Source: an optimization exercise on an open RTL-to-GDS flow (aim: small area, a short achievable clock period and few clock cycles per item). Production flows keep margins and buffers that such runs may drop. RTL that was checked went through simulation tests only; none was proved equivalent to the original. Function not checked in run 7: the RTL went through the layout flow alone. Power is estimated from default activity; no workload was simulated.

$ cat flow/design.v
module cws_bitenc (
    input  wire        clk,
    input  wire        rst,
    input  wire        cmd_valid,
    output wire        cmd_ready,
    input  wire [1:0]  cmd_hdr,
    input  wire [1:0]  cmd_crc,
    input  wire        cmd_fec,
    input  wire [12:0] cmd_len,
    input  wire [15:0] cmd_bseq,
    input  wire [31:0] cmd_user,
    input  wire        in_valid,
    output wire        in_ready,
    input  wire [7:0]  in_data,
    output wire        out_valid,
    input  wire        out_ready,
    output wire [15:0] out_data,
    output wire [4:0]  out_nbits,
    output wire        out_last
);
    reg        idle;           
    reg        f_h1, f_h, f_pay, f_c, f_tail;
    reg  [5:0] hsel;           
    reg  [3:0] csel;           
    reg        hlong, has_pay, ck16, ck32, fec;
    reg [47:0] hsr;            
    reg [31:0] crc;            
    reg  [5:0] enc;            
    reg [12:0] in_left;        
    reg        hi_z;           
    reg        in_ready_r;
    reg  [7:0] cur;            
    reg        cur_v;
    reg        cur_d;          
    reg        cur_t;          
    reg        cur_e;          
    reg        cur_l;          
    reg  [7:0] q1_d;           
    reg        q1_v;
    reg        pk_half;        
    reg [15:0] od;
    reg        ov, ol;
    reg  [2:0] onb;
    function [15:0] crc16_byte(input [15:0] c, input [7:0] b);
        integer i;
        reg [15:0] r;
        begin
            r = c;
            for (i = 7; i >= 0; i = i - 1)
                r = {r[14:0], 1'b0} ^ ((r[15] ^ b[i]) ? 16'h1021 : 16'h0000);
            crc16_byte = r;
        end
    endfunction
    function [31:0] crc32_byte(input [31:0] c, input [7:0] b);
        integer i;
        reg [31:0] r;
        begin
            r = c;
            for (i = 0; i < 8; i = i + 1)
                r = {1'b0, r[31:1]} ^ ((r[0] ^ b[i]) ? 32'hEDB8_8320 : 32'h0000_0000);
            crc32_byte = r;
        end
    endfunction
    wire [31:0] c32n = crc32_byte(crc, cur);
    wire [15:0] c16n = crc16_byte(crc[31:16], cur);
    wire [31:0] crc_upd = {ck32 ? c32n[31:16] : c16n, c32n[15:0]};
    wire out_free = !ov || out_ready;
    wire go = cur_v && out_free;
    reg [15:0] fw;
    reg  [5:0] enc_n;
    always @* begin : conv
        integer i;
        reg [6:0] w;
        reg [5:0] s;
        s = enc;
        for (i = 0; i < 8; i = i + 1) begin
            w = {cur[7 - i], s};
            fw[2 * i]     = ^(w & 7'o171);
            fw[2 * i + 1] = ^(w & 7'o133);
            s = w[6:1];
        end
        enc_n = s;
    end
    wire [7:0] rb = {cur[0], cur[1], cur[2], cur[3], cur[4], cur[5], cur[6], cur[7]};
    wire        complete = fec || cur_e || pk_half || cur_l;
    wire [15:0] cb = fec     ? {fw[15:12] & {4{!cur_t}}, fw[11:0]} :
                     pk_half ? {rb, od[7:0]} : {8'h00, rb};
    wire [2:0]  cb_nb = fec     ? (cur_t ? 3'b011 : 3'b100) :
                        pk_half ? 3'b100 :
                        cur_e   ? 3'b000 : 3'b010;
    wire keep0  = cur_v && !go;
    wire push   = in_valid && in_ready_r;
    wire accept = idle && cmd_valid;
    wire left_z = hi_z && (in_left[3:0] == 4'd0);
    wire left_1 = hi_z && (in_left[3:0] == 4'd1);
    wire hi_1   = (in_left[12:4] == 9'd1);
    wire h_end  = hlong ? hsel[5] : hsel[1];
    wire [7:0] cbyte = ((crc[31:24] & {8{csel[0]}}) | (crc[23:16] & {8{csel[1]}}) |
                        (crc[15:8]  & {8{csel[2]}}) | (crc[7:0]   & {8{csel[3]}})) ^ {8{ck32}};
    wire [7:0] hbyte = (hsr[47:40] & {8{hsel[0]}}) | (hsr[39:32] & {8{hsel[1]}}) |
                       (hsr[31:24] & {8{hsel[2]}}) | (hsr[23:16] & {8{hsel[3]}}) |
                       (hsr[15:8]  & {8{hsel[4]}}) | (hsr[7:0]   & {8{hsel[5]}});
    wire c_end  = ck32 ? csel[3] : csel[1];
    reg [12:0] left_dec;
    always @* begin : dec
        integer i;
        for (i = 0; i < 13; i = i + 1)
            left_dec[i] = in_left[i] ^ ~|(in_left & ((13'd1 << i) - 13'd1));
    end
    wire nocrc  = !ck16 && !ck32;
    wire take = !keep0;
    wire pay_last = q1_v ? left_z : left_1;
    wire c_ok  = f_c && !(cur_v && cur_d);
    wire p_ok  = f_pay && (q1_v || push);
    wire [7:0] nxt = f_h1 ? in_left[7:0] :
                     f_h  ? hbyte :
                     f_c  ? cbyte :
                     f_pay ? (q1_v ? q1_d : in_data) : 8'd0;
    wire nxt_d = f_h1 || f_h || f_pay;
    wire nxt_l = (((f_h && h_end && !has_pay) || (f_pay && pay_last)) && nocrc && !fec) ||
                 (f_c && c_end && !fec) || f_tail;
    wire nxt_v = f_h1 || f_h || c_ok || f_tail || p_ok;
    wire fetch_h1   = take && f_h1;
    wire fetch_h    = take && f_h;
    wire fetch_pay  = take && f_pay;
    wire fetch_c    = take && c_ok;
    wire fetch_tail = take && f_tail;
    wire pay_got    = take && p_ok;
    wire data_end = (fetch_h && h_end && !has_pay) || (pay_got && pay_last);
    wire q1_v_n = fetch_pay ? (q1_v && push) : (q1_v || push);
    wire f_h1_n = accept ? (cmd_hdr != 2'd0) : (f_h1 && !fetch_h1);
    wire left_nz_n = accept ? (cmd_len != 13'd0) :
                     idle ? 1'b0 :
                     push ? !left_1 : !left_z;
    wire cmd_empty = (cmd_hdr == 2'd0) && (cmd_len == 13'd0) &&
                     (cmd_crc == 2'd0) && !cmd_fec;
    assign cmd_ready = idle;
    assign in_ready  = in_ready_r;
    assign out_valid = ov;
    assign out_data  = od;
    assign out_nbits = {onb, 2'b00};
    assign out_last  = ol;
    always @(posedge clk) begin
        if (idle) begin
            hlong   <= (cmd_hdr == 2'd2);
            has_pay <= (cmd_len != 13'd0);
            ck16    <= (cmd_crc == 2'd1);
            ck32    <= (cmd_crc == 2'd2);
            fec     <= cmd_fec;
            hsr     <= {cmd_bseq, cmd_user};
            in_left <= cmd_len;
            crc     <= 32'hFFFF_FFFF;
            enc     <= 6'd0;
            hsel    <= 6'b000001;
            csel    <= 4'b0001;
            hi_z    <= (cmd_len[12:4] == 9'd0);
            cur     <= {3'b000, cmd_len[12:8]};
            cur_d   <= 1'b1;
            cur_t   <= 1'b0;
            cur_e   <= cmd_empty;
            cur_l   <= cmd_empty;
        end else begin
            if (push) begin
                in_left <= left_dec;
                if (in_left[3:0] == 4'd0)
                    hi_z <= hi_1;
            end
            if (go) begin
                if (cur_d)
                    crc <= crc_upd;
                enc <= enc_n;
            end
            if (take) begin
                cur   <= nxt;
                cur_d <= nxt_d;
                cur_t <= f_tail;
                cur_l <= nxt_l;
            end
            if (fetch_h)
                hsel <= {hsel[4:0], 1'b0};
            if (fetch_c)
                csel <= {csel[2:0], 1'b0};
        end
        if (!(q1_v && !fetch_pay))
            q1_d <= in_data;
        if (rst) begin
            idle       <= 1'b1;
            f_h1       <= 1'b0;
            f_h        <= 1'b0;
            f_pay      <= 1'b0;
            f_c        <= 1'b0;
            f_tail     <= 1'b0;
            cur_v      <= 1'b0;
            q1_v       <= 1'b0;
            in_ready_r <= 1'b0;
        end else begin
            if (accept) begin
                idle   <= 1'b0;
                f_pay  <= (cmd_hdr == 2'd0) && (cmd_len != 13'd0);
                f_c    <= (cmd_hdr == 2'd0) && (cmd_len == 13'd0) && (cmd_crc != 2'd0);
                f_tail <= (cmd_hdr == 2'd0) && (cmd_len == 13'd0) && (cmd_crc == 2'd0) && cmd_fec;
            end else begin
                if (go && cur_l)
                    idle <= 1'b1;
                if (fetch_h && h_end && has_pay)
                    f_pay <= 1'b1;
                else if (pay_got && pay_last)
                    f_pay <= 1'b0;
                if (data_end && !nocrc)
                    f_c <= 1'b1;
                else if (fetch_c && c_end)
                    f_c <= 1'b0;
                if ((data_end && nocrc && fec) || (fetch_c && c_end && fec))
                    f_tail <= 1'b1;
                else if (fetch_tail)
                    f_tail <= 1'b0;
            end
            f_h1 <= f_h1_n;
            if (fetch_h1)
                f_h <= 1'b1;
            else if (fetch_h && h_end)
                f_h <= 1'b0;
            cur_v      <= accept ? ((cmd_hdr != 2'd0) || cmd_empty) :
                          (take ? nxt_v : 1'b1);
            q1_v       <= q1_v_n;
            in_ready_r <= left_nz_n && !q1_v_n && !f_h1_n;
        end
        if (rst)
            pk_half <= 1'b0;
        else if (go)
            pk_half <= !complete;
        if (out_free) begin
            od  <= cb;
            onb <= cb_nb;
            ol  <= cur_l;
        end
        if (rst)
            ov <= 1'b0;
        else if (out_free)
            ov <= go && complete;
    end
endmodule
$ cat flow/flow/run.sh
#!/bin/bash
# The standard layout, with plain buffers (buf_1) on the ports instead of
# the delay-cell buffers that buffer_ports picks by default. Every port
# still gets its own buffer.
set -euo pipefail
bash standard.sh finish "BUFFER_PORTS_ARGS=-buffer_cell sky130_fd_sc_hd__buf_1" > flow_make.log 2>&1
$ cat flow/standard.sh
#!/bin/bash
# synth_recipe.tcl (not shown) runs the flow's synth.tcl, then flattens the netlist and writes it again
# the make line also repeats each setting of config.mk as NAME=value (left out here)
make -C /OpenROAD-flow-scripts/flow DESIGN_CONFIG=/design/flow/config.mk WORK_HOME=/design/flow/orfs CLKGATE_MAP_FILE= SYNTH_SCRIPT=/design/flow/synth_recipe.tcl "${@:-finish}"
$ cat flow/config.mk
export PLATFORM = sky130hd
export DESIGN_NAME = cws_bitenc
export DESIGN_NICKNAME = cws_bitenc
export VERILOG_FILES = /design/flow/design.v
export SDC_FILE = /design/flow/constraint.sdc
export NUM_CORES = 4
export LEC_CHECK = 0
export CAP_MARGIN = 20
export CORE_MARGIN = 2
export CORE_UTILIZATION = 40
export CTS_BUF_LIST = sky130_fd_sc_hd__clkbuf_8
export PLACE_DENSITY = 0.6
export SETUP_SLACK_MARGIN = 2.6
export SLEW_MARGIN = 20
$ cat flow/constraint.sdc
create_clock -name core_clock -period 5.0 [get_ports {clk}]
set_input_delay 1.0000 -clock core_clock [delete_from_list [all_inputs] [get_ports {clk}]]
set_output_delay 1.0000 -clock core_clock [all_outputs]
set_load 0.01 [all_outputs]
==> results of run 1 <==
==> where the power goes <==
part / leakage [nW] / total [mW] / internal (mW) / switching (mW)
clock: 0.198 / 0.985 / 0.416 / 0.569
sequential: 1.59 / 1.72 / 1.60 / 0.120
combinational: 1.80 / 0.958 / 0.468 / 0.490
==> cells in the final DEF, fill, tap and decap left out, types with 14 or more instances in the layout <==
master and count:
a21oi_1 49, a22oi_1 23, buf_1 101, clkbuf_8 17
dfxtp_1 62, edfxtp_1 102, nand2_1 103, nand3_1 27
nor2_1 34, o211ai_1 18, o21ai_1 26, xnor2_1 76
xnor3_1 14, xor2_1 28
==> state kept, by name, summed over array words and instances, names as in the netlist, 3 cells and up <==
signal	flops
hsr	48
in_left	13
crc	32
enc	6
onb	3
hsel	6
q1_d	8
cur	8
od	16
csel	4
==> layer usage <==
layer	track usage [%]	vias up	share of wire [%]
met5	0	-	0
met4	7.41	0	3.2
met3	4.75	35	6.4
met2	29.4	232	46
met1	25.8	3052	45
li1	-	3138	-
==> cell families (layout without fill, tap and decap cells) <==
kind of cell,count (synthesis),after routing
fa+ha+maj,5,5
flops,166,166
other cells,1,2
simple gates,229,229
mux,16,16
buf+inv,75,163
xor+xnor,132,132
compound gates,197,197
==> area by class of cell <==
type / count / area, sq um
clock buffers: 17 / 234
well taps: 280 / 350
flip-flops and latches: 166 / 4350
inverters: 15 / 58.8
fillers: 2093 / 11900
clock inverters: 15 / 160
repair buffers: 116 / 515
multi-input cells: 581 / 4220
==> synth_stat cells, drive strengths merged (10+ instances only) <==
master,number
nand2,103
edfxtp,102
xnor2,88
dfxtp,64
a21oi,49
clkbuf,42
o21ai,36
nor2,34
xor2,29
nand3,28
a22oi,23
buf,18
o211ai,18
inv,15
xnor3,14
nand2b,11
nor3,11
mux2i,10
==> how the worst max path moves through the flow <==
stage                    start  slack [ns]  cells after the start      end
floorplan           cmd_len[5]        2.60                      5    cur_l
global placement     out_ready        2.00                      8  crc[24]
detailed placement   out_ready        1.90                      8  crc[24]
CTS                  out_ready        2.62                      8  crc[24]
global route            cur[3]        2.61                      5  crc[17]
finish              cmd_len[5]        2.70                      6    cur_l
==> metrics by stage <==
step | utilization [%] | cells | power [mW]
2_1_floorplan | - | 822 | 2.46
4_1_cts | 45.1 | 1182 | 3.67
3_3_place_gp | 43.1 | 1148 | 2.68
3_5_place_dp | 43.1 | 1148 | 2.68
5_1_grt | 45.5 | 1190 | 3.84
6_report | 45.5 | 1190 | 3.66
==> worst max-delay path, cell delays in order <==
cell and delay, ns:
buf_1 0.09, or4_1 0.59, nor4_4 0.31, and4_1 0.33
nand2b_1 0.12, a22oi_1 0.19
==> repair_timing <==
item                       4_1_cts  5_1_grt
buffers inserted                 2        8
resized for setup                3        6
setup endpoints to repair       37       19
pin swaps                        0        3
==> reports/results.ini, run 1 <==
[setup_path]
crit_path_end_kind=flop
crit_required_ns=5.32
rr_startpoint=cur[7]
rr_worst_depth=5
path_class=in -> reg
cp_max_fo=4
r2r_end=crc[19]
regToRegSetupSlack_ns=2.70
start_kind=input port
arrival_ns=2.62

[placement]
port_buffers=101
gp_congestion=0.873
dp_hpwl_mm=15.5
placed_cell_area_sq_um=9370
post-place-ws_ns=1.90

[floorplan]
die-area_sq_um=23300
initial_utilization_pct=40.6
placeableCoreArea_sq_um=21800
rows=54
die_width_microns=153
ios=104
die_h_microns=153

[clock_tree]
clk_pin_slew_ns=0.10
cts_made_buffers=17
htreeDepth=4
cts_hold_buf=0
clockBufferDepth=2
cts_tree=yes
root_buffer=clkbuf_8
clock_sinks=166
clkLatencyLatePin_ns=0.47

[job]
cap_violations=0

[synth]
synthSimpleGateAreaFrac_pct=12.0
synth_cell_types=68
syn-cell-area_sq_um=8840
async_reset_ff_share_pct=0
synth_area_leader_cell=edfxtp_1
syn_avg_cell_area_sq_um=10.8
synth_compound_area_share_pct=15.1
synth_xor_xnor_area_share_pct=17.6
synth-seq-cells=166
yosys_warnings=1
synthAdderAreaFrac_pct=0.708
ys.flop_type=edfxtp_1
yosys.area.top_type_share_pct=34.6
ys_seq_area_share_pct=49.1
synth_top_family_by_area=XOR/XNOR gates
synth.top_cells.by_area=edfxtp_1, dfxtp_1, xnor2_1
synth_cells=821
synth-edff-count=102
yosys-mux-area-fraction_pct=1.90

[sta]
fin_ws_ns=2.70
finalMaxSlewViolations=0
finalHoldViolCount=0
fin_crit_sh_pct=46.1
rsz0062_at_grt=false
max_freq_ghz=0.434
hold_slack_ns=0.484
setup_viol=0
relSlewSlack_pct=43.7
period_needed_ns=2.30
fin_tns_setup_ns=0
tightest_slew_ns=0.844
skew_ns=0.0159

[global_routing]
grt_overflow=0
grt_pass1_wl_mm=34.8
antenna_found_initial=0
grt_pass1_vias=6199
track_usage_pct=19.0
grt_max_degree=54

[detailed_routing]
dr.pass1.iters=5
vias=6457
wire_per_inst_microns=18.7
wl_mm=22.2
antenna_left=0
drt-vias-per-instance=5.43
drc=0
drtIter0Drc=600

[hold_path]
hold_start=enc[0]
min_path_type=reg -> reg
hold_path_end=enc[0]
holdPathStages=2

[cells_and_area]
finalNetCount=981
drive_gt1_share_pct=8.13
stdcell_area_sq_um=9890
antenna_cells=0
area_growth_pct=11.8

[power]
peakVddDrop_uv=247
powerDensity_nw_per_um2=370
leakage_nw=3.59

[outcome]
status=finished clean

Testbench counts, summed over its fixed seeds: cycles 90,573, items 1,077,244.
==> run 2, diff against run 1 <==
--- a/flow/config.mk
+++ b/flow/config.mk
@@ -12,3 +12,3 @@
 export PLACE_DENSITY = 0.6
-export SETUP_SLACK_MARGIN = 2.6
+export SETUP_SLACK_MARGIN = 3.0
 export SLEW_MARGIN = 20
==> run 2 against run 1 <==
Still clean. Non-clock buffer count up 41. Fmax is 5.9% higher. Sequential cell count unchanged. Sequential power about the same. Count of clock-buffer cells in the layout stayed put. Synthesized cell count unchanged. Worst hold slack worse by 0.0092 ns. Combinational power up 24%. Via count grew 4.5%. Total power up 4.6%. Global-route usage rose by 1.1 points. Cell count is 3.4% higher. Critical path type unchanged. Critical endpoint unchanged.
==> reports/results.ini, run 2 <==
[cells_and_area]
finalNetCount=1022  ; +4.2%
final_common_cell=edfxtp_1
top_register=hsr
final_core_util_pct=48.6  ; +3.2 points
stdcell_area_sq_um=10600  ; +6.9%
mostFrequentLayoutCells=edfxtp_1, nand2_1, buf_1
reg_top3=hsr: 48 flops, crc: 32 flops, od: 16 flops
antenna_cells=0  ; unchanged
area_growth_pct=19.6
largest_reg_flops=48  ; unchanged
fillers=2024  ; -3.3%
drive_gt1_share_pct=18.6  ; +10 points

[clock_tree]
clockBufferDepth=2  ; unchanged
clkLatencyLatePin_ns=0.46  ; about the same
cts_made_buffers=17  ; unchanged
cts_tree=yes
clock_sinks=166  ; unchanged
root_buffer=clkbuf_8
clk_pin_slew_ns=0.09  ; about the same
htreeDepth=4  ; unchanged

[sta]
fin_tns_setup_ns=0  ; unchanged
skew_ns=0.00807  ; -0.00779 ns
rsz0062_at_grt=true
finalMaxSlewViolations=0  ; unchanged
max_freq_ghz=0.460  ; +5.9%
finalHoldViolCount=0  ; unchanged
fin_ws_ns=2.82  ; +0.129 ns
setup_viol=0  ; unchanged
period_needed_ns=2.18  ; -0.129 ns
fin_crit_sh_pct=43.5  ; -2.6 points
relSlewSlack_pct=52.5  ; +8.8 points
tightest_slew_ns=0.712  ; -0.131 ns

[synth]
synth-edff-count=102  ; unchanged
ys.flop_type=edfxtp_1
synth-seq-cells=166  ; unchanged
ys_top_cells_by_count=nand2_1, edfxtp_1, xnor2_1, dfxtp_1, a21oi_1
syn-cell-area_sq_um=8840  ; unchanged
synth_cells=821  ; unchanged
syn_avg_cell_area_sq_um=10.8  ; unchanged
yosys_warnings=1  ; unchanged
async_reset_ff_share_pct=0  ; unchanged
yosys.area.top_type_share_pct=34.6  ; unchanged
ys_seq_area_share_pct=49.1  ; unchanged
synth.top_cells.by_area=edfxtp_1, dfxtp_1, xnor2_1
synth_area_leader_cell=edfxtp_1
synth_most_common_cell=nand2_1
synth_cell_types=68  ; unchanged

[global_routing]
grt_overflow=0  ; unchanged
grt_max_degree=50  ; -7.4%
track_usage_pct=20.1  ; +1.1 points
antenna_found_initial=0  ; unchanged
grt_pass1_vias=6497  ; +4.8%
grt_pass1_wl_mm=37.0  ; +6.4%

[detailed_routing]
vias=6746  ; +4.5%
drc=0  ; unchanged
wl_mm=23.3  ; +5.0%
antenna_left=0  ; unchanged
drtIter0Drc=638  ; +6.3%
drt-vias-per-instance=5.48  ; +1.0%
dr.pass1.iters=5  ; unchanged
wire_per_inst_microns=18.9  ; +1.5%

[setup_path]
arrival_ns=2.48  ; -0.14 ns
slowest_stage=or4_4
crit_required_ns=5.31  ; about the same
path_class=in -> reg
cp_max_fo=3  ; -1
critPathMaxStageDelay_ns=0.53  ; -0.06 ns
crit_path_end_kind=flop
crit_chain=buf_6 > or4_4 > nor4_4 > and4_1 > nand2b_1 > a22oi_1
regToRegSetupSlack_ns=2.99  ; +0.29 ns
start_kind=input port

[power]
peakVddDrop_uv=198  ; -20%
powerDensity_nw_per_um2=362  ; -2.2%
leakage_nw=3.94  ; +9.8%
finalPower_mw=3.83  ; +4.6%

[floorplan]
ios=104  ; unchanged
initial_utilization_pct=40.6  ; unchanged
rows=54  ; unchanged
die_h_microns=153  ; unchanged
placeableCoreArea_sq_um=21800  ; unchanged
die_width_microns=153  ; unchanged
die-area_sq_um=23300  ; unchanged

[placement]
gp_congestion=0.866  ; -0.81%
dp_hpwl_mm=15.7  ; +1.1%
post-place-ws_ns=2.26  ; +0.365 ns
port_buffers=101  ; unchanged
placed_cell_area_sq_um=9400  ; +0.31%

[outcome]
status=finished clean

[hold_path]
min_path_type=reg -> reg

[job]
cap_violations=0  ; unchanged

[run 2: cell counts after synthesis]
No cell type changed its count.
[run 2: cell families (layout without fill, tap and decap cells)]
logic type	Yosys count	after routing	share of synthesized area, %
simple gates	229	229	12.0
compound gates	197	197	15.1
flops	166	166	49.1
xor+xnor	132	132	17.6
buf+inv	75	204	3.57
mux	16	16	1.90
fa+ha+maj	5	5	0.708
other cells	1	2	0.0424
[run 2: path summary, 6_finish.rpt]
path,startpoint,endpoint,depth (start not counted)
max,cmd_len[5],cur_l,6
min,enc[0],enc[0],2
max reg2reg,in_left[3],f_tail,5
min reg2reg,enc[0],enc[0],2
[run 2: what timing repair did]
action	4_1_cts	5_1_grt
pin swaps	14	20
hold buffers	0	0
cloned	0	0
resized for setup	35	56
buffers inserted	39	12
setup endpoints to repair	89	72
[run 2: per-stage QoR]
stage | instances | hold WS (ns)
finish | 1231 | 0.474
detailed placement | 1148 | 0.463
global route | 1231 | 0.515
global placement | 1148 | 0.449
CTS | 1219 | 0.476
floorplan | 822 | 0.435
[run 2: per-layer routing]
metal / global-route usage [%] / vias up / share of wire (%)
li1: - / 3214 / -
met1: 27.4 / 3254 / 43
met2: 32.4 / 250 / 48
met3: 4.55 / 28 / 6.9
met4: 5.47 / 0 / 2.0
met5: 0 / - / 0
[run 2: layout make-up]
type	instances	area, sq um	share of cell area (%)
clock buffers	17	234	2.21
multi-input cells	581	4500	42.5
repair buffers	157	923	8.73
inverters	15	66.3	0.627
well taps	280	350	3.31
flip-flops and latches	166	4370	41.3
clock inverters	15	135	1.28
[run 2: worst max-delay path, delay by kind of cell]
kind / cells / cell delay, ns
AND/OR/NAND/NOR: 4 / 1.20
buffers and inverters: 1 / 0.09
AO/OA/AOI/OAI: 1 / 0.18
[run 2: report_power, final]
part	switching, mW	internal, mW	leakage (nW)	total (mW)
clock	0.562	0.364	0.188	0.926
sequential	0.113	1.60	1.59	1.71
combinational	0.579	0.615	2.16	1.19
total	1.25	2.58	3.94	3.83
==> run 3, diff against run 2 <==
--- a/flow/config.mk
+++ b/flow/config.mk
@@ -12,3 +12,3 @@
 export PLACE_DENSITY = 0.6
-export SETUP_SLACK_MARGIN = 3.0
+export SETUP_SLACK_MARGIN = 2.8
 export SLEW_MARGIN = 20
==> run 3 against run 2 <==
Still clean. Cell count shrank 1.9%. Sequential share of layout area grew 1.8 points. Synthesized cell count is the same. Worst hold slack gained 0.010 ns. Critical path depth is the same. Via count shrank 1.2%. Critical path type unchanged. Critical endpoint unchanged.
==> reports/results.ini, run 3 <==
[synth]
synth_cells=821  ; unchanged
syn-cell-area_sq_um=8840  ; unchanged
yosys_warnings=1  ; unchanged
synth_cell_types=68  ; unchanged
ys.flop_type=edfxtp_1
async_reset_ff_share_pct=0  ; unchanged
synth-seq-cells=166  ; unchanged
synth-edff-count=102  ; unchanged
yosys.area.top_type_share_pct=34.6  ; unchanged
synth_most_common_cell=nand2_1
ys_top_cells_by_count=nand2_1, edfxtp_1, xnor2_1, dfxtp_1, a21oi_1
ys_seq_area_share_pct=49.1  ; unchanged
synth_area_leader_cell=edfxtp_1
synth.top_cells.by_area=edfxtp_1, dfxtp_1, xnor2_1
syn_avg_cell_area_sq_um=10.8  ; unchanged

[sta]
finalHoldViolCount=0  ; unchanged
fin_crit_sh_pct=42.7  ; -0.85 points
setup_viol=0  ; unchanged
relSlewSlack_pct=41.6  ; -11 points
tightest_slew_ns=0.875  ; +0.162 ns
period_needed_ns=2.13  ; -0.0423 ns
rsz0062_at_grt=true
max_freq_ghz=0.469  ; +2.0%
skew_ns=0.0163  ; +0.00819 ns
fin_tns_setup_ns=0  ; unchanged
finalMaxSlewViolations=0  ; unchanged

[cells_and_area]
fillers=2043  ; +0.94%
layout.cells.non_filler=1207  ; -1.9%
mostFrequentLayoutCells=nand2_1, edfxtp_1, buf_1
seq_area_sq_um=4360  ; -0.17%
top_register=hsr
area_growth_pct=14.3
final_common_cell=nand2_1
antenna_cells=0  ; unchanged
largest_reg_flops=48  ; unchanged
drive_gt1_share_pct=11.2  ; -7.4 points
finalNetCount=998  ; -2.3%
stdcell_area_sq_um=10100  ; -4.4%
reg_top3=hsr: 48 flops, crc: 32 flops, od: 16 flops
multi_input_area_sq_um=4260  ; -5.2%

[detailed_routing]
wl_mm=23.0  ; -1.3%
antenna_left=0  ; unchanged
drtIter0Drc=614  ; -3.8%
dr.pass1.iters=5  ; unchanged
drc=0  ; unchanged
wire_per_inst_microns=19.1  ; +0.69%
vias=6664  ; -1.2%
drt-vias-per-instance=5.52  ; +0.75%

[clock_tree]
clk_pin_slew_ns=0.10  ; about the same
cts_tree=yes
root_buffer=clkbuf_8
clock_sinks=166  ; unchanged
cts_made_buffers=17  ; unchanged
cts_hold_buf=0  ; unchanged
htreeDepth=4  ; unchanged
clockBufferDepth=2  ; unchanged
clkLatencyLatePin_ns=0.48  ; +0.02 ns

[global_routing]
grt_max_degree=66  ; +32%
grt_overflow=0  ; unchanged
grt_pass1_vias=6248  ; -3.8%
antenna_found_initial=0  ; unchanged
grt_pass1_wl_mm=35.6  ; -3.8%
track_usage_pct=19.7  ; -0.43 points

[setup_path]
start_kind=input port
path_class=in -> reg
crit_path_end_kind=flop
arrival_ns=2.44  ; -0.04 ns
crit_required_ns=5.31  ; about the same
cp_max_fo=3  ; unchanged

[floorplan]
die_h_microns=153  ; unchanged
ios=104  ; unchanged
die_width_microns=153  ; unchanged
placeableCoreArea_sq_um=21800  ; unchanged
die-area_sq_um=23300  ; unchanged
initial_utilization_pct=40.6  ; unchanged
rows=54  ; unchanged

[outcome]
status=finished clean

[hold_path]
min_path_type=reg -> reg

[placement]
placed_cell_area_sq_um=9370  ; -0.27%
dp.cells=1148  ; unchanged
port_buffers=101  ; unchanged
gp_congestion=0.860  ; -0.75%
dp_hpwl_mm=15.9  ; +1.4%

[power]
powerDensity_nw_per_um2=370  ; +2.1%
clkPwrFrac_pct=27.2  ; +3.0 points
power_frac_comb_pct=27.0  ; -4.2 points
leakage_nw=3.69  ; -6.3%
peakVddDrop_uv=227  ; +15%
p_switching_mw=1.22  ; -2.6%
p_sw_share_pct=32.7  ; -0.075 points
p_seq_share_pct=45.8  ; +1.2 points
internal-power_mw=2.52  ; -2.2%

[job]
cap_violations=0  ; unchanged

==> run 3: changes by cell type in the layout (fill, tap and decap cells not counted), moves of 4 or more <==
cell      previous run  this run
buf_6                9         2
xnor2_4             14        10
xor2_2               4         0
xnor2_1             66        76
buf_1               83       101
clkbuf_2            14         0
xnor2_2              8         2
xor2_1              22        28
inv_6                5         1
buf_4               42        27
dfxtp_1             52        56
clkinv_2             4         0
==> run 3: cell type report <==
type	instances	area share, %
multi-input cells	581	42.2
repair buffers	133	6.52
clock buffers	17	2.31
flip-flops and latches	166	43.1
clock inverters	15	1.79
well taps	280	3.46
inverters	15	0.619
==> run 3: stage by stage <==
| stage | utilization, % | power (mW) | hold slack, ns | setup slack, ns |
|---|---|---|---|---|
| after CTS | 45.9 | 3.73 | 0.483 | 2.78 |
| after global routing | 46.5 | 3.91 | 0.492 | 2.71 |
| after global placement | 43.1 | 2.68 | 0.460 | 2.29 |
| after detailed placement | 43.1 | 2.69 | 0.469 | 2.17 |
| after floorplan | - | 2.46 | 0.435 | 2.65 |
| final | 46.5 | 3.74 | 0.485 | 2.87 |
==> run 3: timing repair <==
item | 4_1_cts | 5_1_grt
endpoints found under the hold margin | 0 | 0
pin swaps | 5 | 5
gates resized for setup | 14 | 10
endpoints found under the setup margin | 41 | 32
setup buffers | 16 | 11
==> run 3: worst max-delay path: stages <==
cell and delay, ns:
buf_1 0.08, or4_4 0.55, nor4_4 0.22, and4_4 0.32
nand2b_4 0.07, a22oi_1 0.19
==> run 3: cells by family (layout without fill, tap and decap cells) <==
family,Yosys count,count (layout),synth area share [%]
compound gates,197,197,15.1
flops,166,166,49.1
simple gates,229,229,12.0
mux,16,16,1.90
fa+ha+maj,5,5,0.708
buf+inv,75,180,3.57
xor+xnor,132,132,17.6
other cells,1,2,0.0424
==> run 3: layer usage <==
layer	track usage, %	vias to the layer above	wire length [microns]
met3	4.61	31	1660
met5	0	-	0
met2	31.8	276	11000
met4	6.22	0	473
met1	26.3	3175	9890
li1	-	3182	-
==> run 3: path summary, 6_finish.rpt <==
path / start / to / slack, ns / cells past startpoint
worst min-delay path: enc[0] / enc[0] / 0.48 / 2
worst max register to register: cur[2] / crc[25] / 2.88 / 5
worst min register to register: enc[0] / enc[0] / 0.48 / 2
worst max-delay path: cmd_len[5] / cur_l / 2.87 / 6
==> run 3: power by group through the flow <==
stage          registers, mW  logic [mW]  clock network [mW]
3_3_place_gp            1.76       0.921                   0
6_report                1.71        1.01                1.02
5_1_grt                 1.73        1.09                1.09
2_1_floorplan           1.71       0.746                   0
4_1_cts                 1.71       0.986                1.03
3_5_place_dp            1.76       0.928                   0
==> run 4, diff against run 3 <==
--- a/flow/config.mk
+++ b/flow/config.mk
@@ -9,5 +9,5 @@
 export CORE_MARGIN = 2
-export CORE_UTILIZATION = 40
+export CORE_UTILIZATION = 60
 export CTS_BUF_LIST = sky130_fd_sc_hd__clkbuf_8
-export PLACE_DENSITY = 0.6
+export PLACE_DENSITY = 0.75
 export SETUP_SLACK_MARGIN = 2.8
==> run 4 against run 3 <==
Still clean on timing, DRC and antenna. Core utilization up 22 points. Fmax decreased by 5.1%. First-iteration DRC count increased by 16%. Clock skew is 0.0016 ns lower. Critical path type unchanged. Largest power group unchanged.
==> reports/results.ini, run 4 <==
[synth]
async_reset_ff_share_pct=0  ; unchanged
syn-cell-area_sq_um=8840  ; unchanged
synth_most_common_cell=nand2_1
yosys_warnings=1  ; unchanged
synth-seq-cells=166  ; unchanged
synth_cell_types=68  ; unchanged
synth-edff-count=102  ; unchanged
ys_top_cells_by_count=nand2_1, edfxtp_1, xnor2_1, dfxtp_1, a21oi_1
synth.top_cells.by_area=edfxtp_1, dfxtp_1, xnor2_1
syn_avg_cell_area_sq_um=10.8  ; unchanged
synth_cells=821  ; unchanged
synth_area_leader_cell=edfxtp_1
ys_seq_area_share_pct=49.1  ; unchanged
ys.flop_type=edfxtp_1
yosys.area.top_type_share_pct=34.6  ; unchanged

[setup_path]
worstSetupStartpoint=cmd_len[4]
start_kind=input port
crit_chain=buf_1 > or4_4 > nor4_4 > and4_4 > nand2b_4 > a211oi_1
worstSetupPathDepth=6  ; unchanged
crit_end=cur_v
crit_family=simple AND/OR/NAND/NOR gates
cp_max_fo=4  ; +1
r2r_end=crc[16]
crit_required_ns=5.39  ; +0.08 ns
crit_path_end_kind=flop
path_class=in -> reg
path_buf_inv=1  ; unchanged
arrival_ns=2.64  ; +0.20 ns
rr_worst_depth=6  ; +1
slowest_stage=or4_4
rr_startpoint=cur[4]
critPathMaxStageDelay_ns=0.54  ; about the same
regToRegSetupSlack_ns=2.83  ; -0.05 ns

[detailed_routing]
wl_mm=21.7  ; -5.8%
drtIter0Drc=712  ; +16%
drc=0  ; unchanged
antenna_left=0  ; unchanged
drt-vias-per-instance=6.11  ; +11%
wire_per_inst_microns=19.5  ; +2.4%
vias=6783  ; +1.8%
dr.pass1.iters=6  ; +1

[power]
powerDensity_nw_per_um2=372  ; +0.54%
peakVddDrop_uv=240  ; +5.6%
leakage_nw=3.68  ; -0.29%

[floorplan]
die-area_sq_um=15700  ; -33%
initial_utilization_pct=61.1  ; +20 points
ios=104  ; unchanged
die_width_microns=125  ; -18%
placeableCoreArea_sq_um=14500  ; -33%
die_h_microns=125  ; -18%
rows=44  ; -19%

[cells_and_area]
stdcell_area_sq_um=9950  ; -1.6%
drive_gt1_share_pct=10.7  ; -0.53 points
reg_top3=hsr: 48 flops, crc: 32 flops, od: 16 flops
final_core_util_pct=68.7  ; +22 points
largest_reg_flops=48  ; unchanged
final_common_cell=nand2_1
top_register=hsr
mostFrequentLayoutCells=nand2_1, edfxtp_1, buf_1
layout.cells.non_filler=1110  ; -8.0%
area_growth_pct=12.5
finalNetCount=997  ; -0.10%
fillers=1101  ; -46%
antenna_cells=0  ; unchanged

[sta]
fin_ws_ns=2.75  ; -0.114 ns
setup_viol=0  ; unchanged
finalMaxSlewViolations=0  ; unchanged
finalHoldViolCount=0  ; unchanged
skew_ns=0.0147  ; -0.00157 ns
relSlewSlack_pct=42.5  ; +0.84 points
tightest_slew_ns=0.862  ; -0.0126 ns
fin_crit_sh_pct=44.9  ; +2.3 points
fin_tns_setup_ns=0  ; unchanged
period_needed_ns=2.25  ; +0.114 ns
max_freq_ghz=0.445  ; -5.1%
rsz0062_at_grt=true

[outcome]
status=finished clean

[placement]
post-place-ws_ns=1.48  ; -0.695 ns
gp_congestion=0.947  ; +10%
port_buffers=101  ; unchanged
dp_hpwl_mm=14.9  ; -6.3%
dp.cells=1051  ; -8.4%
placed_cell_area_sq_um=9240  ; -1.4%

[hold_path]
min_path_type=reg -> reg

[clock_tree]
clkLatencyLatePin_ns=0.48  ; about the same
cts_hold_buf=0  ; unchanged
cts_made_buffers=17  ; unchanged
htreeDepth=4  ; unchanged
clk_pin_slew_ns=0.10  ; about the same
cts_tree=yes
clockBufferDepth=2  ; unchanged
clock_sinks=166  ; unchanged
root_buffer=clkbuf_8

[global_routing]
grt_overflow=0  ; unchanged
track_usage_pct=28.0  ; +8.3 points
grt_pass1_vias=6516  ; +4.3%
grt_pass1_wl_mm=34.5  ; -3.2%
grt_max_degree=84  ; +27%
antenna_found_initial=0  ; unchanged

[job]
cap_violations=0  ; unchanged

==> run 4: cell counts after synthesis <==
No cell type changed its count.
==> run 4: cell type report <==
type | instances | area [sq um] | area share (%)
well taps | 184 | 230 | 2.31
clock inverters | 15 | 173 | 1.74
multi-input cells | 582 | 4280 | 43.1
clock buffers | 17 | 234 | 2.35
flip-flops and latches | 166 | 4360 | 43.8
inverters | 15 | 58.8 | 0.591
repair buffers | 131 | 616 | 6.19
==> run 4: kinds of logic after synthesis <==
family                   share of synthesized area, %
AO/OA/AOI/OAI                                    15.1
XOR/XNOR                                         17.6
adder cells (fa/ha/maj)                         0.708
buffers and inverters                            3.57
flip-flops                                       49.1
multiplexers                                     1.90
other                                          0.0424
AND/OR/NAND/NOR                                  12.0
==> run 4: per-layer routing <==
metal	global-route usage [%]	wire length, microns	up-vias
met4	10.7	595	0
met3	5.61	1720	44
met1	38.0	8970	3214
li1	-	-	3178
met2	44.9	10400	347
met5	0	0	-
==> run 4: worst min path at each step <==
stage	start	depth (start not counted)	endpoint	slack, ns
after floorplan	cur_t	2	cur_t	0.44
after global placement	enc[0]	2	enc[0]	0.46
after detailed placement	cur_t	2	cur_t	0.48
after CTS	cur_t	2	cur_t	0.49
after global routing	cur_t	2	cur_t	0.51
final	cur_t	2	cur_t	0.49
==> run 4: tightest hold or removal path, stage by stage, from the launching register on <==
cell	delay, ns
dfxtp_1	0.34
nand2_1	0.06
a21oi_1	0.05
==> run 4: per-stage QoR <==
step,total power [mW],hold WS [ns]
after detailed placement,2.67,0.476
final,3.70,0.487
after floorplan,2.46,0.435
after global placement,2.65,0.462
after global routing,3.86,0.508
after CTS,3.68,0.487
==> run 4: timing repair <==
action	4_1_cts	5_1_grt
pin swaps	5	8
hold endpoints to repair	0	0
gates cloned	0	1
endpoints found under the setup margin	44	25
gates resized for setup	14	7
buffers inserted	16	10
==> run 4: report_power, final <==
part | switching (mW) | internal [mW] | total (mW) | leakage [nW]
registers | 0.117 | 1.60 | 1.71 | 1.59
logic | 0.511 | 0.490 | 1.00 | 1.89
clock network | 0.561 | 0.424 | 0.986 | 0.207
total | 1.19 | 2.51 | 3.70 | 3.68
==> run 5, diff against run 4 <==
--- a/flow/config.mk
+++ b/flow/config.mk
@@ -9,5 +9,5 @@
 export CORE_MARGIN = 2
-export CORE_UTILIZATION = 60
-export CTS_BUF_LIST = sky130_fd_sc_hd__clkbuf_8
-export PLACE_DENSITY = 0.75
+export CORE_UTILIZATION = 40
+export CTS_BUF_LIST = sky130_fd_sc_hd__clkbuf_4 sky130_fd_sc_hd__clkbuf_8
+export PLACE_DENSITY = 0.6
 export SETUP_SLACK_MARGIN = 2.8
==> run 5 against run 4 <==
Still clean. Critical path depth is the same. Cell count grew 8.7%. Wire length grew 6.1%. Fmax grew 5.4%. Sequential cell count is the same. Largest power group unchanged.
==> reports/results.ini, run 5 <==
[setup_path]
worstSetupPathDepth=6  ; unchanged
crit_chain=buf_1 > or4_4 > nor4_4 > and4_4 > nand2b_4 > a22oi_1
cp_max_fo=3  ; -1
slowest_stage=or4_4
crit_family=simple AND/OR/NAND/NOR gates
critPathMaxStageDelay_ns=0.55  ; about the same
start_kind=input port
rr_worst_depth=5  ; -1
path_buf_inv=1  ; unchanged
crit_required_ns=5.31  ; -0.08 ns
regToRegSetupSlack_ns=2.88  ; +0.05 ns
path_class=in -> reg
crit_path_end_kind=flop
arrival_ns=2.44  ; -0.20 ns

[job]
cap_violations=0  ; unchanged

[cells_and_area]
antenna_cells=0  ; unchanged
multi_input_area_sq_um=4260  ; -0.47%
drive_gt1_share_pct=11.2  ; +0.53 points
top_register=hsr
largest_reg_flops=48  ; unchanged
area_growth_pct=14.3
seq_area_sq_um=4360  ; about the same
mostFrequentLayoutCells=nand2_1, edfxtp_1, buf_1
finalNetCount=998  ; +0.10%
reg_top3=hsr: 48 flops, crc: 32 flops, od: 16 flops
final_common_cell=nand2_1
fillers=2043  ; +86%
final_core_util_pct=46.5  ; -22 points

[synth]
syn-cell-area_sq_um=8840  ; unchanged
ys_seq_area_share_pct=49.1  ; unchanged
ys_top_cells_by_count=nand2_1, edfxtp_1, xnor2_1, dfxtp_1, a21oi_1
synth.top_cells.by_area=edfxtp_1, dfxtp_1, xnor2_1
synth_area_leader_cell=edfxtp_1
synth-edff-count=102  ; unchanged
synth-seq-cells=166  ; unchanged
ys.flop_type=edfxtp_1
synth_cells=821  ; unchanged
syn_avg_cell_area_sq_um=10.8  ; unchanged
synth_cell_types=68  ; unchanged
async_reset_ff_share_pct=0  ; unchanged
yosys_warnings=1  ; unchanged
yosys.area.top_type_share_pct=34.6  ; unchanged
synth_most_common_cell=nand2_1

[global_routing]
grt_overflow=0  ; unchanged
track_usage_pct=19.7  ; -8.3 points
antenna_found_initial=0  ; unchanged
grt_pass1_wl_mm=35.6  ; +3.3%
grt_max_degree=66  ; -21%
grt_pass1_vias=6248  ; -4.1%

[detailed_routing]
vias=6664  ; -1.8%
wire_per_inst_microns=19.1  ; -2.4%
drt-vias-per-instance=5.52  ; -9.6%
wl_mm=23.0  ; +6.1%
drc=0  ; unchanged
dr.pass1.iters=5  ; -1
antenna_left=0  ; unchanged
drtIter0Drc=614  ; -14%

[clock_tree]
clockBufferDepth=2  ; unchanged
cts_made_buffers=17  ; unchanged
cts_hold_buf=0  ; unchanged
clkLatencyLatePin_ns=0.48  ; about the same
clk_pin_slew_ns=0.10  ; about the same
root_buffer=clkbuf_8
cts_tree=yes
htreeDepth=4  ; unchanged
clock_sinks=166  ; unchanged

[sta]
skew_ns=0.0163  ; +0.00157 ns
hold_slack_ns=0.485  ; -0.00188 ns
fin_crit_sh_pct=42.7  ; -2.3 points
finalHoldViolCount=0  ; unchanged
max_freq_ghz=0.469  ; +5.4%
period_needed_ns=2.13  ; -0.114 ns
setup_viol=0  ; unchanged
relSlewSlack_pct=41.6  ; -0.84 points
fin_tns_setup_ns=0  ; unchanged
rsz0062_at_grt=true
finalMaxSlewViolations=0  ; unchanged
tightest_slew_ns=0.875  ; +0.0126 ns

[floorplan]
die_h_microns=153  ; +22%
ios=104  ; unchanged
die_width_microns=153  ; +22%
die-area_sq_um=23300  ; +48%
initial_utilization_pct=40.6  ; -20 points
rows=54  ; +23%
placeableCoreArea_sq_um=21800  ; +50%

[power]
peakVddDrop_uv=227  ; -5.3%
leakage_nw=3.69  ; +0.29%
powerDensity_nw_per_um2=370  ; -0.53%

[placement]
gp_congestion=0.860  ; -9.2%
port_buffers=101  ; unchanged
dp_hpwl_mm=15.9  ; +6.7%

[hold_path]
holdPathStages=2  ; unchanged
min_path_type=reg -> reg

[outcome]
status=finished clean

==> run 5: report_power, final <==
part / switching, mW / internal (mW)
registers: 0.118 / 1.60
logic: 0.513 / 0.496
clock network: 0.591 / 0.425
==> run 5: cells by family after synthesis <==
logic type | share of synthesized area [%]
AO/OA/AOI/OAI | 15.1
XOR/XNOR | 17.6
adder cells (fa/ha/maj) | 0.708
buffers and inverters | 3.57
flip-flops | 49.1
multiplexers | 1.90
other | 0.0424
AND/OR/NAND/NOR | 12.0
==> run 5: worst paths after layout <==
path                                  from  endpoint
worst max-delay path            cmd_len[5]     cur_l
worst min-delay path                enc[0]    enc[0]
worst max register to register      cur[2]   crc[25]
worst min register to register      enc[0]    enc[0]
==> run 5: through the flow <==
stage	setup WS (ns)	area [sq um]	power [mW]	std cells
5_1_grt	2.71	10100	3.91	1207
4_1_cts	2.78	9990	3.73	1196
3_3_place_gp	2.29	9370	2.68	1148
2_1_floorplan	2.65	8870	2.46	822
3_5_place_dp	2.17	9370	2.69	1148
6_report	2.87	10100	3.74	1207
==> run 5: final cells by class <==
cell class | count | area share [%]
Clock inverter | 15 | 1.79
Inverter | 15 | 0.619
Sequential cell | 166 | 43.1
Tap cell | 280 | 3.46
Timing Repair Buffer | 133 | 6.52
Multi-Input combinational cell | 581 | 42.2
Clock buffer | 17 | 2.31
==> run 5: tightest hold or removal path, delay by kind of cell, from the launching register on <==
kind / cells / cell delay [ns]
compound gates: 1 / 0.06
flops: 1 / 0.33
simple gates: 1 / 0.06
==> run 5: per-layer routing <==
layer	GRT usage (%)	vias up	share of wire [%]	wire length, microns
met5	0	-	0	0
met1	26.3	3175	43	9890
li1	-	3182	-	-
met2	31.8	276	48	11000
met3	4.61	31	7.2	1660
met4	6.22	0	2.1	473
==> run 5: timing repair <==
action	CTS	global route
gates resized for setup	14	10
gates cloned	0	0
hold endpoints to repair	0	0
buffers inserted	16	11
endpoints found under the setup margin	41	32
pin swaps	5	5
==> run 6, diff against run 5 <==
==> flow/flow/run.sh (replaced) <==
#!/bin/bash
# The standard layout, with plain buffers (buf_1) on the ports instead of
# the delay-cell buffers that buffer_ports picks by default, and resizing
# not held to the same cell footprint. Every port still gets its own buffer.
set -euo pipefail
bash standard.sh finish "BUFFER_PORTS_ARGS=-buffer_cell sky130_fd_sc_hd__buf_1" \
    MATCH_CELL_FOOTPRINT=0 > flow_make.log 2>&1
--- a/flow/config.mk
+++ b/flow/config.mk
@@ -10,3 +10,3 @@
 export CORE_UTILIZATION = 40
-export CTS_BUF_LIST = sky130_fd_sc_hd__clkbuf_4 sky130_fd_sc_hd__clkbuf_8
+export CTS_BUF_LIST = sky130_fd_sc_hd__clkbuf_8
 export PLACE_DENSITY = 0.6
==> run 6 against run 5 <==
Fmax fell by 3.0%. Worst hold slack barely moved. Synthesized cell count unchanged. Sequential cell count is the same. Clock skew grew 0.0042 ns. Total power fell by 0.70%. Sequential power hardly changed. Clock power about the same. Largest power group unchanged. Cell count increased by 0.50%.
==> reports/results.ini, run 6 <==
[outcome]
status=finished clean

[hold_path]
holdPathStages=2  ; unchanged
min_path_type=reg -> reg
hold_path_end=enc[0]
hold_start=enc[0]

[clock_tree]
cts_made_buffers=17  ; unchanged
root_buffer=clkbuf_8
clockBufferDepth=2  ; unchanged
cts_tree=yes
clkLatencyLatePin_ns=0.48  ; about the same
clk_pin_slew_ns=0.10  ; about the same
htreeDepth=4  ; unchanged
cts_hold_buf=0  ; unchanged
clock_sinks=166  ; unchanged

[detailed_routing]
antenna_left=0  ; unchanged
wire_per_inst_microns=19.0  ; -0.15%
dr.pass1.iters=5  ; unchanged
drt-vias-per-instance=5.47  ; -0.85%
vias=6640  ; -0.36%
drtIter0Drc=571  ; -7.0%
wl_mm=23.1  ; +0.35%
drc=0  ; unchanged

[synth]
synth_compound_area_share_pct=15.1  ; unchanged
synth_top_family_by_area=XOR/XNOR gates
ys.flop_type=edfxtp_1
synth_xor_xnor_area_share_pct=17.6  ; unchanged
synthAdderAreaFrac_pct=0.708  ; unchanged
synth.top_cells.by_area=edfxtp_1, dfxtp_1, xnor2_1
yosys-mux-area-fraction_pct=1.90  ; unchanged
yosys.area.top_type_share_pct=34.6  ; unchanged
ys_seq_area_share_pct=49.1  ; unchanged
synth_cells=821  ; unchanged
ys_top_cells_by_count=nand2_1, edfxtp_1, xnor2_1, dfxtp_1, a21oi_1
synth_area_leader_cell=edfxtp_1
syn_avg_cell_area_sq_um=10.8  ; unchanged
synth_cell_types=68  ; unchanged
synth-edff-count=102  ; unchanged
synthSimpleGateAreaFrac_pct=12.0  ; unchanged
synth_most_common_cell=nand2_1
yosys_warnings=1  ; unchanged
synth-seq-cells=166  ; unchanged
async_reset_ff_share_pct=0  ; unchanged
syn-cell-area_sq_um=8840  ; unchanged

[setup_path]
path_class=in -> reg
rr_startpoint=cur[4]
crit_required_ns=5.40  ; +0.09 ns
crit_path_end_kind=flop
start_kind=input port
r2r_end=crc[24]
cp_max_fo=3  ; unchanged
arrival_ns=2.60  ; +0.16 ns
regToRegSetupSlack_ns=2.88  ; about the same
rr_worst_depth=6  ; +1

[cells_and_area]
area_growth_pct=15.1
fillers=2029  ; -0.69%
seq_area_sq_um=4360  ; about the same
mostFrequentLayoutCells=nand2_1, edfxtp_1, buf_1
top_register=hsr
reg_top3=hsr: 48 flops, crc: 32 flops, od: 16 flops
multi_input_area_sq_um=4300  ; +0.73%
antenna_cells=0  ; unchanged
finalNetCount=1004  ; +0.60%
drive_gt1_share_pct=12.1  ; +0.89 points
final_common_cell=nand2_1
largest_reg_flops=48  ; unchanged

[power]
p_switching_mw=1.24  ; +1.2%
internal-power_mw=2.48  ; -1.6%
leakage_nw=3.71  ; +0.64%
p_sw_share_pct=33.3  ; +0.61 points
p_seq_share_pct=46.1  ; +0.3 points
clkPwrFrac_pct=26.6  ; -0.6 points
peakVddDrop_uv=202  ; -11%
powerDensity_nw_per_um2=365  ; -1.3%
power_frac_comb_pct=27.3  ; +0.3 points

[placement]
port_buffers=101  ; unchanged
post-place-ws_ns=1.94  ; -0.228 ns
dp_hpwl_mm=15.8  ; -0.19%
gp_congestion=0.856  ; -0.40%

[floorplan]
rows=54  ; unchanged
die_h_microns=153  ; unchanged
ios=104  ; unchanged
placeableCoreArea_sq_um=21800  ; unchanged
initial_utilization_pct=40.6  ; unchanged
die_width_microns=153  ; unchanged
die-area_sq_um=23300  ; unchanged

[sta]
finalHoldViolCount=0  ; unchanged
max_freq_ghz=0.455  ; -3.0%
setup_viol=0  ; unchanged
tightest_slew_ns=0.832  ; -0.0428 ns
relSlewSlack_pct=44.5  ; +2.9 points
fin_tns_setup_ns=0  ; unchanged
rsz0062_at_grt=true
finalMaxSlewViolations=0  ; unchanged
period_needed_ns=2.20  ; +0.0652 ns
skew_ns=0.0205  ; +0.00421 ns
fin_ws_ns=2.80  ; -0.0652 ns
fin_crit_sh_pct=44.0  ; +1.3 points

[global_routing]
grt_pass1_wl_mm=35.7  ; +0.13%
grt_overflow=0  ; unchanged
grt_pass1_vias=6342  ; +1.5%
antenna_found_initial=0  ; unchanged
track_usage_pct=19.6  ; -0.10 points
grt_max_degree=52  ; -21%

[job]
cap_violations=0  ; unchanged

-- run 6: routing by layer --
metal	global-route usage (%)	routed length [microns]	vias to the layer above
li1	-	-	3192
met1	26.1	10200	3180
met2	31.4	10800	238
met3	4.64	1440	30
met4	6.61	604	0
met5	0	0	-
-- run 6: cell type report --
cell class,count,share of cell area (%)
Clock inverter,15,1.73
Tap cell,280,3.44
Clock buffer,17,2.30
Multi-Input combinational cell,581,42.2
Sequential cell,166,42.8
Inverter,15,0.615
Timing Repair Buffer,139,6.85
-- run 6: what timing repair did --
action | 4_1_cts | 5_1_grt
endpoints found under the setup margin | 63 | 16
buffers inserted | 14 | 19
endpoints found under the hold margin | 0 | 0
pin swaps | 2 | 6
gates resized for setup | 13 | 15
-- run 6: worst max-delay path by stage --
stage / startpoint / endpoint / slack [ns] / depth (start not counted)
3_5_place_dp: out_ready / crc[19] / 1.94 / 7
4_1_cts: cur[0] / crc[18] / 2.77 / 5
3_3_place_gp: out_ready / crc[19] / 2.00 / 7
2_1_floorplan: cmd_len[5] / cur_l / 2.65 / 5
6_report: cmd_len[9] / cur_v / 2.80 / 6
5_1_grt: cmd_len[9] / cur_v / 2.77 / 6
-- run 6: cells by family (layout without fill, tap and decap cells) --
logic type	count (synthesis)	in the layout
adders and majority gates	5	5
DFF	166	166
and+or+nand+nor	229	229
xor gates and xnor gates	132	132
other	1	2
muxes	16	16
AOI/OAI and AO/OA	197	197
buffers and inverters	75	186
-- run 6: metrics by stage --
stage / std cells / utilization [%] / power [mW] / hold WS, ns / instance area, sq um
CTS: 1194 / 45.7 / 3.70 / 0.485 / 9940
global placement: 1148 / 43.1 / 2.68 / 0.461 / 9370
finish: 1213 / 46.8 / 3.71 / 0.485 / 10200
global route: 1213 / 46.8 / 3.89 / 0.502 / 10200
detailed placement: 1148 / 43.1 / 2.68 / 0.471 / 9370
floorplan: 822 / - / 2.46 / 0.435 / 8870
-- run 6: power by group through the flow --
stage	Combinational [mW]	Sequential [mW]	Clock [mW]
4_1_cts	0.974	1.71	1.01
6_report	1.02	1.71	0.987
3_5_place_dp	0.920	1.76	0
2_1_floorplan	0.746	1.71	0
3_3_place_gp	0.917	1.76	0
5_1_grt	1.10	1.73	1.06
-- run 6: worst max-delay path: stages --
cell      delay [ns]
buf_1           0.09
or4_4           0.55
nor4_4          0.33
and4_4          0.33
nand2b_4        0.07
a211oi_2        0.22
==> run 7, diff against run 6 <==
--- a/flow/design.v
+++ b/flow/design.v
@@ -21,3 +21,3 @@
     reg        idle;           
-    reg        f_h1, f_h, f_pay, f_c, f_tail;
+    reg        f_h1, f_h, f_pay, f_c, f_tail, f_empty;
     reg  [5:0] hsel;           
@@ -120,4 +120,4 @@
     wire nxt_l = (((f_h && h_end && !has_pay) || (f_pay && pay_last)) && nocrc && !fec) ||
-                 (f_c && c_end && !fec) || f_tail;
-    wire nxt_v = f_h1 || f_h || c_ok || f_tail || p_ok;
+                 (f_c && c_end && !fec) || f_tail || f_empty;
+    wire nxt_v = f_h1 || f_h || c_ok || f_tail || f_empty || p_ok;
     wire fetch_h1   = take && f_h1;
@@ -159,4 +159,4 @@
             cur_t   <= 1'b0;
-            cur_e   <= cmd_empty;
-            cur_l   <= cmd_empty;
+            cur_e   <= 1'b0;
+            cur_l   <= 1'b0;
         end else begin
@@ -176,2 +176,3 @@
                 cur_t <= f_tail;
+                cur_e <= f_empty;
                 cur_l <= nxt_l;
@@ -192,2 +193,3 @@
             f_tail     <= 1'b0;
+            f_empty    <= 1'b0;
             cur_v      <= 1'b0;
@@ -201,2 +203,3 @@
                 f_tail <= (cmd_hdr == 2'd0) && (cmd_len == 13'd0) && (cmd_crc == 2'd0) && cmd_fec;
+                f_empty <= cmd_empty;
             end else begin
@@ -216,2 +219,4 @@
                     f_tail <= 1'b0;
+                if (take && f_empty)
+                    f_empty <= 1'b0;
             end
@@ -222,3 +227,3 @@
                 f_h <= 1'b0;
-            cur_v      <= accept ? ((cmd_hdr != 2'd0) || cmd_empty) :
+            cur_v      <= accept ? (cmd_hdr != 2'd0) :
                           (take ? nxt_v : 1'b1);
==> flow/flow/run.sh (replaced) <==
#!/bin/bash
# The standard layout, with plain buffers (buf_1) on the ports instead of
# the delay-cell buffers that buffer_ports picks by default. Every port
# still gets its own buffer.
set -euo pipefail
bash standard.sh finish "BUFFER_PORTS_ARGS=-buffer_cell sky130_fd_sc_hd__buf_1" > flow_make.log 2>&1
==> run 7 against run 6 <==
Clock power grew 5%. Critical path type is now reg -> reg. Critical path depth grew 1. Global-route usage shrank 0.11 points. Synthesized cell count grew 0.97%. Die area shrank 1.1%. Sequential share of layout area is essentially flat. Wire length shrank 2.7%. Worst hold slack lost 0.0051 ns. Cell count grew 0.66%. Highest routed layer unchanged.
==> reports/results.ini, run 7 <==
[outcome]
status=finished clean

[setup_path]
crit_family=XOR/XNOR gates
crit_chain=buf_4 > xor2_4 > xnor2_4 > xnor2_2 > xnor3_1 > nor4b_2 > nor3_1
rr_worst_depth=7  ; +1
slowest_stage=xnor3_1
r2r_end=crc[19]
cp_max_fo=5  ; +2
regToRegSetupSlack_ns=2.85  ; -0.03 ns
worstSetupStartpoint=cur[2]
crit_path_end_kind=flop
critPathMaxStageDelay_ns=0.39  ; -0.16 ns
rr_startpoint=cur[2]
arrival_ns=2.52  ; -0.08 ns
crit_required_ns=5.37  ; -0.03 ns
start_kind=flop
path_class=reg -> reg
path_buf_inv=1  ; unchanged

[sta]
hold_slack_ns=0.480  ; -0.00508 ns
finalHoldViolCount=0  ; unchanged
period_needed_ns=2.15  ; -0.0482 ns
fin_tns_setup_ns=0  ; unchanged
rsz0062_at_grt=true
max_freq_ghz=0.465  ; +2.2%
fin_crit_sh_pct=43.0  ; -0.96 points
skew_ns=0.0220  ; +0.00158 ns
tightest_slew_ns=0.726  ; -0.106 ns
relSlewSlack_pct=51.5  ; +7.1 points
fin_ws_ns=2.85  ; +0.0482 ns
setup_viol=0  ; unchanged
finalMaxSlewViolations=0  ; unchanged

[cells_and_area]
reg_top3=hsr: 48 flops, crc: 32 flops, od: 16 flops
final_core_util_pct=47.1  ; +0.33 points
area_growth_pct=16.5
antenna_cells=0  ; unchanged
fillers=2062  ; +1.6%
seq_area_sq_um=4360  ; unchanged
top_register=hsr
final_common_cell=buf_1
largest_reg_flops=48  ; unchanged
finalNetCount=1012  ; +0.80%
drive_gt1_share_pct=13.6  ; +1.5 points
mostFrequentLayoutCells=buf_1, edfxtp_1, nand2_1
multi_input_area_sq_um=4280  ; -0.44%

[floorplan]
initial_utilization_pct=40.4  ; -0.20 points
placeableCoreArea_sq_um=21600  ; -0.62%
rows=54  ; unchanged
die_h_microns=152  ; -0.55%
ios=104  ; unchanged
die-area_sq_um=23100  ; -1.1%
die_width_microns=152  ; -0.55%

[clock_tree]
htreeDepth=4  ; unchanged
cts_made_buffers=17  ; unchanged
clockBufferDepth=2  ; unchanged
clk_pin_slew_ns=0.11  ; about the same
root_buffer=clkbuf_8
clkLatencyLatePin_ns=0.48  ; about the same
cts_tree=yes
cts_hold_buf=0  ; unchanged
clock_sinks=167  ; +0.60%

[placement]
port_buffers=101  ; unchanged
gp_congestion=0.833  ; -2.8%
dp_hpwl_mm=15.2  ; -4.1%
post-place-ws_ns=1.84  ; -0.107 ns

[detailed_routing]
antenna_left=0  ; unchanged
wire_per_inst_microns=18.4  ; -3.3%
drtIter0Drc=441  ; -23%
topRoutingLayerUsed=met4
vias=6525  ; -1.7%
wl_met3_mm=1.31  ; -9.3%
drc=0  ; unchanged
wl_met1_mm=9.76  ; -4.5%
drt-vias-per-instance=5.34  ; -2.4%
wl_mm=22.5  ; -2.7%
dr.pass1.iters=5  ; unchanged
wl_met2_mm=10.8  ; -0.32%

[hold_path]
hold_path_end=enc[0]
min_path_type=reg -> reg
holdPathStages=2  ; unchanged
hold_start=enc[0]

[synth]
syn-cell-area_sq_um=8740  ; -1.1%
yosys.area.top_type_share_pct=34.3  ; -0.30 points
synth_most_common_cell=edfxtp_1
ys.flop_type=edfxtp_1
synth_area_leader_cell=edfxtp_1
synth-seq-cells=167  ; +0.60%
synth_cell_types=60  ; -12%
synth-edff-count=100  ; -2.0%
async_reset_ff_share_pct=0  ; unchanged
ys_top_cells_by_count=edfxtp_1, nand2_1, xnor2_1, dfxtp_1, a21oi_1
yosys_warnings=1  ; unchanged
syn_avg_cell_area_sq_um=10.5  ; -2.1%
synth_cells=829  ; +0.97%
synth.top_cells.by_area=edfxtp_1, dfxtp_1, xnor2_1
ys_seq_area_share_pct=49.7  ; +0.56 points

[job]
cap_violations=0  ; unchanged

[power]
powerDensity_nw_per_um2=369  ; +1.1%
leakage_nw=3.56  ; -4.1%
peakVddDrop_uv=176  ; -13%
finalPower_mw=3.76  ; +1.2%

[global_routing]
track_usage_pct=19.5  ; -0.11 points
antenna_found_initial=0  ; unchanged
grt_pass1_vias=6373  ; +0.49%
grt_pass1_wl_mm=35.6  ; about the same
grt_max_degree=64  ; +23%
grt_overflow=0  ; unchanged

## run 7: power by group
part	internal [mW]	switching [mW]	total, mW
sequential	1.60	0.107	1.71
combinational	0.465	0.543	1.01
clock	0.399	0.639	1.04
## run 7: worst max path at each step
stage	endpoint	slack, ns	cells past startpoint
final	crc[19]	2.85	7
after global routing	crc[21]	2.77	6
after CTS	f_pay	2.76	7
after detailed placement	crc[20]	1.84	8
after global placement	crc[22]	1.91	8
after floorplan	f_empty	2.65	6
## run 7: cell families after synthesis
family                   synth area share (%)
AND/OR/NAND/NOR                          12.0
AO/OA/AOI/OAI                            14.3
flip-flops                               49.7
XOR/XNOR                                 17.2
buffers and inverters                    3.73
multiplexers                             2.32
adder cells (fa/ha/maj)                 0.716
other                                  0.0429
## run 7: area by class of cell
class                           instances  share of cell area (%)
Clock buffer                           17                    2.30
Clock inverter                         15                    2.05
Inverter                               15                   0.590
Multi-Input combinational cell        588                    42.0
Sequential cell                       167                    42.8
Tap cell                              280                    3.44
Timing Repair Buffer                  138                    6.77
Timing Repair inverter                  1                  0.0492
## run 7: per-layer routing
metal	GRT usage [%]	vias to the layer above
met5	0	-
met4	6.94	0
met3	4.39	29
met2	31.8	216
met1	25.5	3119
li1	-	3161
## run 7: tightest hold or removal path: cells and delay by family (launching register included)
family	cells	cell delay (ns)
AO/OA/AOI/OAI	1	0.05
flip-flops	1	0.33
AND/OR/NAND/NOR	1	0.05
## run 7: through the flow
step                cell area, sq um  instances
global route                   10200       1221
CTS                             9930       1203
finish                         10200       1221
global placement                9280       1156
detailed placement              9280       1156
floorplan                       8790        830
## run 7: timing repair
action / in CTS / in global routing
gates resized for setup: 16 / 25
setup endpoints to repair: 39 / 34
pin swaps: 1 / 9
gates cloned: 1 / 0
setup buffers: 14 / 18

==> re-timing with driven ports <==
How much do the figures lean on ideal ports? The routed layouts below were timed once more, with nothing changed but the port constraints. Step 1: set_driving_cell puts a clkbuf_16 on clk and a buf_2 on each other input, an assumption about the parent block. Step 2 also shifts input and output timing later by t, the mid clock arrival at the registers, as if the neighbouring blocks saw the same clock. Slacks: ideal / step 1 / step 2; pairs: ideal / step 1.
| run | shift t [ns] | setup slack, ns | worst setup path after step 2 |
|---|---|---|---|
| run 1 | 0.502 | 2.696 / 2.700 / 2.213 | input to register |
| run 2 | 0.500 | 2.825 / 2.826 / 2.326 | input to register |
| run 3 | 0.508 | 2.867 / 2.838 / 2.380 | input to register |
| run 4 | 0.514 | 2.753 / 2.767 / 2.253 | input to register |
| run 5 | 0.508 | 2.867 / 2.838 / 2.380 | input to register |
| run 6 | 0.510 | 2.802 / 2.818 / 2.308 | input to register |
| run 7 | 0.504 | 2.850 / 2.850 / 2.379 | input to register |
After both steps every run listed still meets setup and hold. For run 4, which loses most, drivers alone change the setup slack by +0.014 ns; drivers and shift together by -0.500 ns.
